What follows belongs to an exercise in optimizing a design on an open flow for small area, a short achievable clock period and few clock cycles per item; a production flow would make more cautious choices. Where RTL was checked, it was by simulation tests only, not by an equivalence proof against the original. Power figures rest on the tool's default switching activity, not on a simulated workload.

v36:
Design fpdivsqrt, start of the top module:
module fpdivsqrt (
    input  wire        clk,
    input  wire        rst,      
    input  wire        start,    
    input  wire        op,       
    input  wire [31:0] a,
    input  wire [31:0] b,
    output wire        ready,
    output reg         done,
    output reg  [31:0] result,
    output reg  [4:0]  flags
);
For scale: about 160 flip-flops.
export LEC_CHECK = 0
export ABC_AREA = 1
export CAP_MARGIN = 20
export CORE_MARGIN = 2
export CORE_UTILIZATION = 60
export SETUP_SLACK_MARGIN = 1.5
export SLEW_MARGIN = 20
create_clock -name core_clock -period 5.0 [get_ports {clk}]
standard.sh (not shown) runs the stock make flow with config.mk's settings and CLKGATE_MAP_FILE= SYNTH_SCRIPT=/design/flow/synth_recipe.tcl, a recipe that flattens the netlist after the stock synthesis.
==> flow/flow/run.sh <==
#!/bin/bash
# The standard layout (the standard.sh) with these changes:
#  - port buffers are the smallest buffer, sky130_fd_sc_hd__buf_1, which the
#    resizer may still upsize where timing or slew needs it;
#  - clock tree synthesis builds the tree from small clock buffers and
#    inserts no dummy loads.
# make's full output goes to run_make.log in this folder; ORFS's own per-step
# logs are under orfs/logs/.
set -euo pipefail
bash standard.sh \
  "BUFFER_PORTS_ARGS=-buffer_cell sky130_fd_sc_hd__buf_1" \
  "CTS_ARGS=-sink_clustering_enable -repair_clock_nets -dont_use_dummy_load -buf_list {sky130_fd_sc_hd__clkbuf_2 sky130_fd_sc_hd__clkbuf_4 sky130_fd_sc_hd__clkbuf_8}" \
  finish > run_make.log 2>&1
Every stage of the flow completed for v36, and the final layout passed the timing, design-rule and antenna checks.
Testbench counts of v36, summed over its fixed seeds: cycles 162,076, ops 12,000.
diff inputs: v36 => v14
- CORE_UTILIZATION now 40, was 60
Results
Summary of v14 over v36: delay of the slowest critical-path stage saw an increase; worst slew margin relative to its limit decreased by 3.6 points relative to the old numbers.
Between v14 and v36, the die area is lower for v36.
Via count: v14 vs v36 down 3.3%
Diff v36 -> v14: area of all placed cells without fillers up 1.3%, sequential share of layout area went down.
Overall power of the completed layout essentially unchanged between v14 and v36.
v14 vs. v36: overall routed net length went up by 800 um.
Relative to v36, v14 degrades global-route wire length before repair.
## Diff of input files: v9 against v14
- SETUP_SLACK_MARGIN now 2.0, was 1.5
Tightest slew margin relative to the limit for v9: 1.0 points down relative to v14
v14 -> v9: post-route standard cell area excluding fillers increased by more than 10%
Status: sequential power parity (v9, v14)
v9 vs. v14: power now larger, number of antenna violations at the first check in global routing now smaller, worst setup slack now larger.
v14 → v9: number of design-rule violations left by the first detailed-router iteration +about 8%, non-clock buffer area fraction after layout +3.5 points, post-synth design cell area ~0 delta.
Modified inputs, v47 compared to v9
- SETUP_SLACK_MARGIN now 1.5, was 2.0
- ABC_AREA no longer set, was 1
- ABC_CLOCK_PERIOD_IN_PS now 2500, previously not set
- CORE_UTILIZATION now 60, was 40
==> flow/run.sh (new file) <==
#!/bin/bash
# synth_recipe.tcl (not shown) runs the flow's synth.tcl, then flattens the netlist and writes it again
# the make line also repeats each setting of config.mk as NAME=value (left out here)
make -C /OpenROAD-flow-scripts/flow DESIGN_CONFIG=/design/flow/config.mk WORK_HOME=/design/flow/orfs CLKGATE_MAP_FILE= SYNTH_SCRIPT=/design/flow/synth_recipe.tcl finish
removed: flow/flow/run.sh
removed: flow/standard.sh
Findings:
Against v9, v47 comes in 1 higher on initial antenna violation count. Of v9 and v47, the run reporting the lower critical path arrival was v9. Summary of v47 over v9: filler-free cell count of the finished design decreased 32%, number of non-clock buffers decreased 24. Note that the routed wire length recorded for v47 amounts to 0.842 times the value seen in v9. Diff v9 and v47: met2 usage in global routing lower in v9. v47 vs v9 — maximum number of pins on one net before global-route repair climbed by more than 10%. Comparing data required time of the worst path for v9 and v47, the smaller number came from v9. v47 -> v9: number of clock buffers inserted by TritonCTS delta 0, exact match.

== job 6504 ==
The RTL this note starts from:
==> flow/design.v <==
module fpdivsqrt (
    input  wire        clk,
    input  wire        rst,      
    input  wire        start,    
    input  wire        op,       
    input  wire [31:0] a,
    input  wire [31:0] b,
    output wire        ready,
    output reg         done,
    output reg  [31:0] result,
    output reg  [4:0]  flags
);
    localparam integer FR = 24;          
    localparam integer W  = FR + 3;      
    localparam [31:0] QNAN = 32'h7FC0_0000;
    wire        sa = a[31];
    wire        sb = b[31];
    wire [7:0]  ea = a[30:23];
    wire [7:0]  eb = b[30:23];
    wire [22:0] fa = a[22:0];
    wire [22:0] fb = b[22:0];
    wire a_zero = (ea == 8'd0);
    wire b_zero = (eb == 8'd0);
    wire a_max  = (ea == 8'hFF);
    wire b_max  = (eb == 8'hFF);
    wire a_fz   = (fa == 23'd0);
    wire b_fz   = (fb == 23'd0);
    wire a_inf  = a_max & a_fz;
    wire b_inf  = b_max & b_fz;
    wire a_nan  = a_max & ~a_fz;
    wire b_nan  = b_max & ~b_fz;
    wire a_snan = a_nan & ~fa[22];
    wire b_snan = b_nan & ~fb[22];
    reg  sp, sp_nan, sp_inf, sp_nv, sp_dz;
    always @(*) begin
        sp = 1'b1; sp_nan = 1'b0; sp_inf = 1'b0; sp_nv = 1'b0; sp_dz = 1'b0;
        if (!op) begin
            if (a_nan | b_nan) begin
                sp_nan = 1'b1; sp_nv = a_snan | b_snan;
            end else if (a_inf & b_inf) begin
                sp_nan = 1'b1; sp_nv = 1'b1;
            end else if (a_inf) begin
                sp_inf = 1'b1;
            end else if (b_inf) begin
            end else if (b_zero & a_zero) begin
                sp_nan = 1'b1; sp_nv = 1'b1;
            end else if (b_zero) begin
                sp_inf = 1'b1; sp_dz = 1'b1;
            end else if (a_zero) begin
            end else begin
                sp = 1'b0;
            end
        end else begin
            if (a_nan) begin
                sp_nan = 1'b1; sp_nv = a_snan;
            end else if (a_zero) begin
            end else if (sa) begin
                sp_nan = 1'b1; sp_nv = 1'b1;
            end else if (a_inf) begin
                sp_inf = 1'b1;
            end else begin
                sp = 1'b0;
            end
        end
    end
    wire [9:0]  div_exp = {2'b00, ea} + {2'b11, ~eb} + 10'd127;   
    wire [8:0]  sq_sum  = {1'b0, ea} + 9'd125;
    wire [9:0]  sq_exp  = {2'b00, sq_sum[8:1]};                   
    wire [24:0] sq_m1  = ea[0] ? {2'b00, fa} : {fa[22], ~fa[22], fa[21:0], 1'b0};
    wire [W-1:0] w_init = op ? {sq_m1, 2'b00} : {3'b001, fa, 1'b0};
    reg          busy;       
    reg          fin;        
    reg  [12:0]  md;         
    reg  [11:0]  ms;         
    reg          sign_q;
    reg  [9:0]   exp_q;      
    reg  [W-1:0] w;          
    reg  [W-1:0] p;          
    reg  [25:0]  s;          
    reg          spq, spq_nan, spq_inf, spq_nv, spq_dz;
    assign ready = ~busy;
    wire   last  = md[12] | ms[11];
    reg [W-1:0] b1, b2;      
    reg [25:0]  k1, k2;      
    integer i;
    always @(*) begin
        b1 = {W{1'b0}};
        b2 = {W{1'b0}};
        k1 = 26'd0;
        k2 = 26'd0;
        for (i = 0; i < 12; i = i + 1) begin
            b1[FR-1-2*i] = ms[i];
            b2[FR-2-2*i] = ms[i];
            k1[24-2*i] = ms[i];
            k2[23-2*i] = ms[i];
        end
        for (i = 0; i < 13; i = i + 1) begin
            k1[25-2*i] = k1[25-2*i] | md[i];
            k2[24-2*i] = k2[24-2*i] | md[i];
        end
    end
    wire [W-1:0] f1  = p | b1;
    wire [W-1:0] f2b = p | b2;
    wire [W-1:0] f2a = p | (b1 << 1) | b2;
    wire [W+2:0] a2  = {2'b00, p, 1'b0} | {2'b00, b1, 1'b0};
    wire [W+2:0] cx = {2'b00, w, 1'b1};
    wire [W+2:0] cy = ~a2;
    wire [W+2:0] cz = ~{3'b000, f2a};
    wire [W+2:0] cs = cx ^ cy ^ cz;
    wire [W+2:0] cc = (cx & cy) | (cx & cz) | (cy & cz);
    wire [W:0]   t1;
    wire [W+1:0] t2b;
    wire [W+2:0] t2a;
    pfx_add #(W+1) u_t1  (.a({1'b0, w}), .b(~{1'b0, f1}), .ci(1'b1), .s(t1));
    pfx_add #(W+2) u_t2b (.a({1'b0, w, 1'b0}), .b(~{2'b00, f2b}), .ci(1'b1), .s(t2b));
    pfx_add #(W+3) u_t2a (.a(cs), .b({cc[W+1:0], 1'b1}), .ci(1'b0), .s(t2a));
    wire d1 = ~t1[W];
    wire d2 = d1 ? ~t2a[W+2] : ~t2b[W+1];
    reg [W-1:0] wn;
    always @(*) begin
        case ({d1, d2})
            2'b11:   wn = {t2a[W-2:0], 1'b0};
            2'b10:   wn = {t1[W-3:0], 2'b00};
            2'b01:   wn = {t2b[W-2:0], 1'b0};
            default: wn = {w[W-3:0], 2'b00};
        endcase
    end
    wire [25:0] sn = s | (d1 ? k1 : 26'd0) | (d2 ? k2 : 26'd0);
    wire        hi      = s[25];
    wire [22:0] frac    = hi ? s[24:2] : s[23:1];
    wire        rbit    = hi ? s[1] : s[0];
    wire        sticky  = (hi & s[0]) | (w != {W{1'b0}});
    wire        rinc    = rbit & (sticky | frac[0]);
    wire        inexact = rbit | sticky;
    wire [30:0] xin = {exp_q[7:0], frac};
    reg  [30:0] pa, pn;      
    integer d, n;
    always @(*) begin
        pa = {xin[29:0], 1'b1};
        for (d = 1; d < 31; d = d * 2) begin
            pn = pa;
            for (n = d; n < 31; n = n + 1)
                pn[n] = pa[n] & pa[n-d];
            pa = pn;
        end
    end
    wire [30:0] inc = xin ^ (pa & {31{rinc}});
    wire uf      = exp_q[9] | (exp_q == 10'd0);
    wire of_big  = ~exp_q[9] & (exp_q[8] | (exp_q[7:0] == 8'hFF));
    wire of_rnd  = (exp_q == 10'd254) & rinc & (&frac);
    reg [31:0] rnd_res;
    reg [4:0]  rnd_flg;
    always @(*) begin
        if (spq) begin
            rnd_res = spq_nan ? QNAN : {sign_q, spq_inf ? 8'hFF : 8'h00, 23'd0};
            rnd_flg = {3'b000, spq_dz, spq_nv};
        end else if (uf) begin
            rnd_res = {sign_q, 31'd0};
            rnd_flg = 5'b11000;
        end else if (of_big) begin
            rnd_res = {sign_q, 8'hFF, 23'd0};
            rnd_flg = 5'b10100;
        end else begin
            rnd_res = {sign_q, inc};
            rnd_flg = {inexact, 1'b0, of_rnd, 2'b00};
        end
    end
    always @(posedge clk) begin
        if (rst) begin
            busy <= 1'b0;
            fin  <= 1'b0;
            done <= 1'b0;
        end else begin
            done <= fin;
            if (!busy) begin
                busy <= start & ~sp;
                fin  <= start & sp;
            end else begin
                busy <= ~last;
                fin  <= last;
            end
        end
        result <= rnd_res;
        flags  <= rnd_flg;
        if (!busy) begin
            md      <= {12'd0, ~op};
            ms      <= {11'd0, op};
            sign_q  <= op ? sa : (sa ^ sb);
            exp_q   <= op ? {1'b0, sq_exp} : div_exp;
            w       <= w_init;
            p       <= op ? {2'b01, 25'd0} : {3'b001, fb, 1'b0};
            s       <= op ? {1'b1, 25'd0} : 26'd0;
            spq     <= sp;
            spq_nan <= sp_nan;
            spq_inf <= sp_inf;
            spq_nv  <= sp_nv;
            spq_dz  <= sp_dz;
        end else begin
            md <= md << 1;
            ms <= ms << 1;
            w  <= wn;
            s  <= sn;
            if (ms != 12'd0) p <= {1'b0, sn};
            if (md[1] | ms[1]) exp_q <= exp_q + {9'd0, s[25]};
        end
    end
endmodule
module pfx_add #(
    parameter integer N = 8
) (
    input  wire [N-1:0] a,
    input  wire [N-1:0] b,
    input  wire         ci,
    output wire [N-1:0] s
);
    reg [N-1:0] g, p, gn, pn;
    integer d, i;
    always @(*) begin
        g = a & b;
        p = a ^ b;
        for (d = 1; d < N; d = d * 2) begin
            gn = g;
            pn = p;
            for (i = d; i < N; i = i + 1) begin
                if ((i / d) % 2 == 1) begin
                    gn[i] = g[i] | (p[i] & g[(i / d) * d - 1]);
                    pn[i] = p[i] & p[(i / d) * d - 1];
                end
            end
            g = gn;
            p = pn;
        end
    end
    wire [N-1:0] c = {g[N-2:0] | (p[N-2:0] & {(N-1){ci}}), ci};
    assign s = a ^ b ^ c;
endmodule
export LEC_CHECK = 0
export ABC_CLOCK_PERIOD_IN_PS = 2500
export CAP_MARGIN = 20
export CORE_MARGIN = 2
export CORE_UTILIZATION = 40
export SETUP_SLACK_MARGIN = 1.5
export SLEW_MARGIN = 20
create_clock -name core_clock -period 5.0 [get_ports {clk}]
run.sh (not shown) runs the stock make flow with config.mk's settings and CLKGATE_MAP_FILE= SYNTH_SCRIPT=/design/flow/synth_recipe.tcl, a recipe that flattens the netlist after the stock synthesis.
Stock flow here: none of the scripts above is used.
Job 6504 reached the end of the flow, and the finished layout is clean on the timing, design-rule and antenna checks.
Input-level comparison between job 142 and job 6504:
- CORE_UTILIZATION: 40 -> 60
- Per the final summary, job 142 finished and its layout is clean on timing, DRC and antenna.
- In the flow results for job 6504 and job 142, the detailed-route wire length on metal 1 is larger on job 6504.
- Top metal layer carrying routed signals: met4 -> job 6504, met5 -> job 142
- When job 142 is set beside job 6504, its worst-case hold slack turns out to be 0.011 ns larger.
- The lower number of non-clock buffers of job 6504 and job 142 is in job 142.
- Compared with job 6504, job 142 shows a lower total chip power.
- Diff job 142..job 6504 | clock insertion delay at the later pin of the skew report | negligible
- Job 6504 vs job 142, critical path endpoint: p[4] vs p[20]
- Diff job 6504 -> job 142 | cell count after placement | down by a little under 10%
- Compared with job 6504, in job 142 initial core utilization has increased, synthesis-to-layout area growth has decreased.
No functional check of the RTL was part of any run of this note.

-- static timing again, ports no longer ideal --
How much do the figures lean on ideal ports? The routed layouts below were timed once more, with nothing changed but the port constraints.
Step 1: set_driving_cell puts a clkbuf_16 on clk and a buf_2 on each other input, an assumption about the parent block.
Step 2, shift: input delay + t, output delay - t, t = (earliest + latest rising clock arrival at the registers) / 2. This alone moves slack from input paths to output paths.
Slacks: ideal / step 1 / step 2; pairs: ideal / step 1.
| run | t (ns) | slack for setup (ns) | pins driven straight from the clock port |
|---|---|---|---|
| v36 | 0.487 | 1.587 / 1.587 / 1.499 | 1 |
| v14 | 0.509 | 1.710 / 1.710 / 1.586 | 1 |
| v9 | 0.505 | 1.906 / 1.906 / 1.677 | 1 |
| v47 | 0.480 | 1.245 / 1.245 / 1.233 | 1 |
| job 6504 | 0.488 | 1.089 / 1.089 / 1.048 | 1 |
| job 142 | 0.487 | 1.134 / 1.134 / 1.134 | 1 |
After both steps every run listed still meets setup and hold. For v9, which loses most, drivers alone change the setup slack by 0.000 ns; drivers and shift together by -0.229 ns.
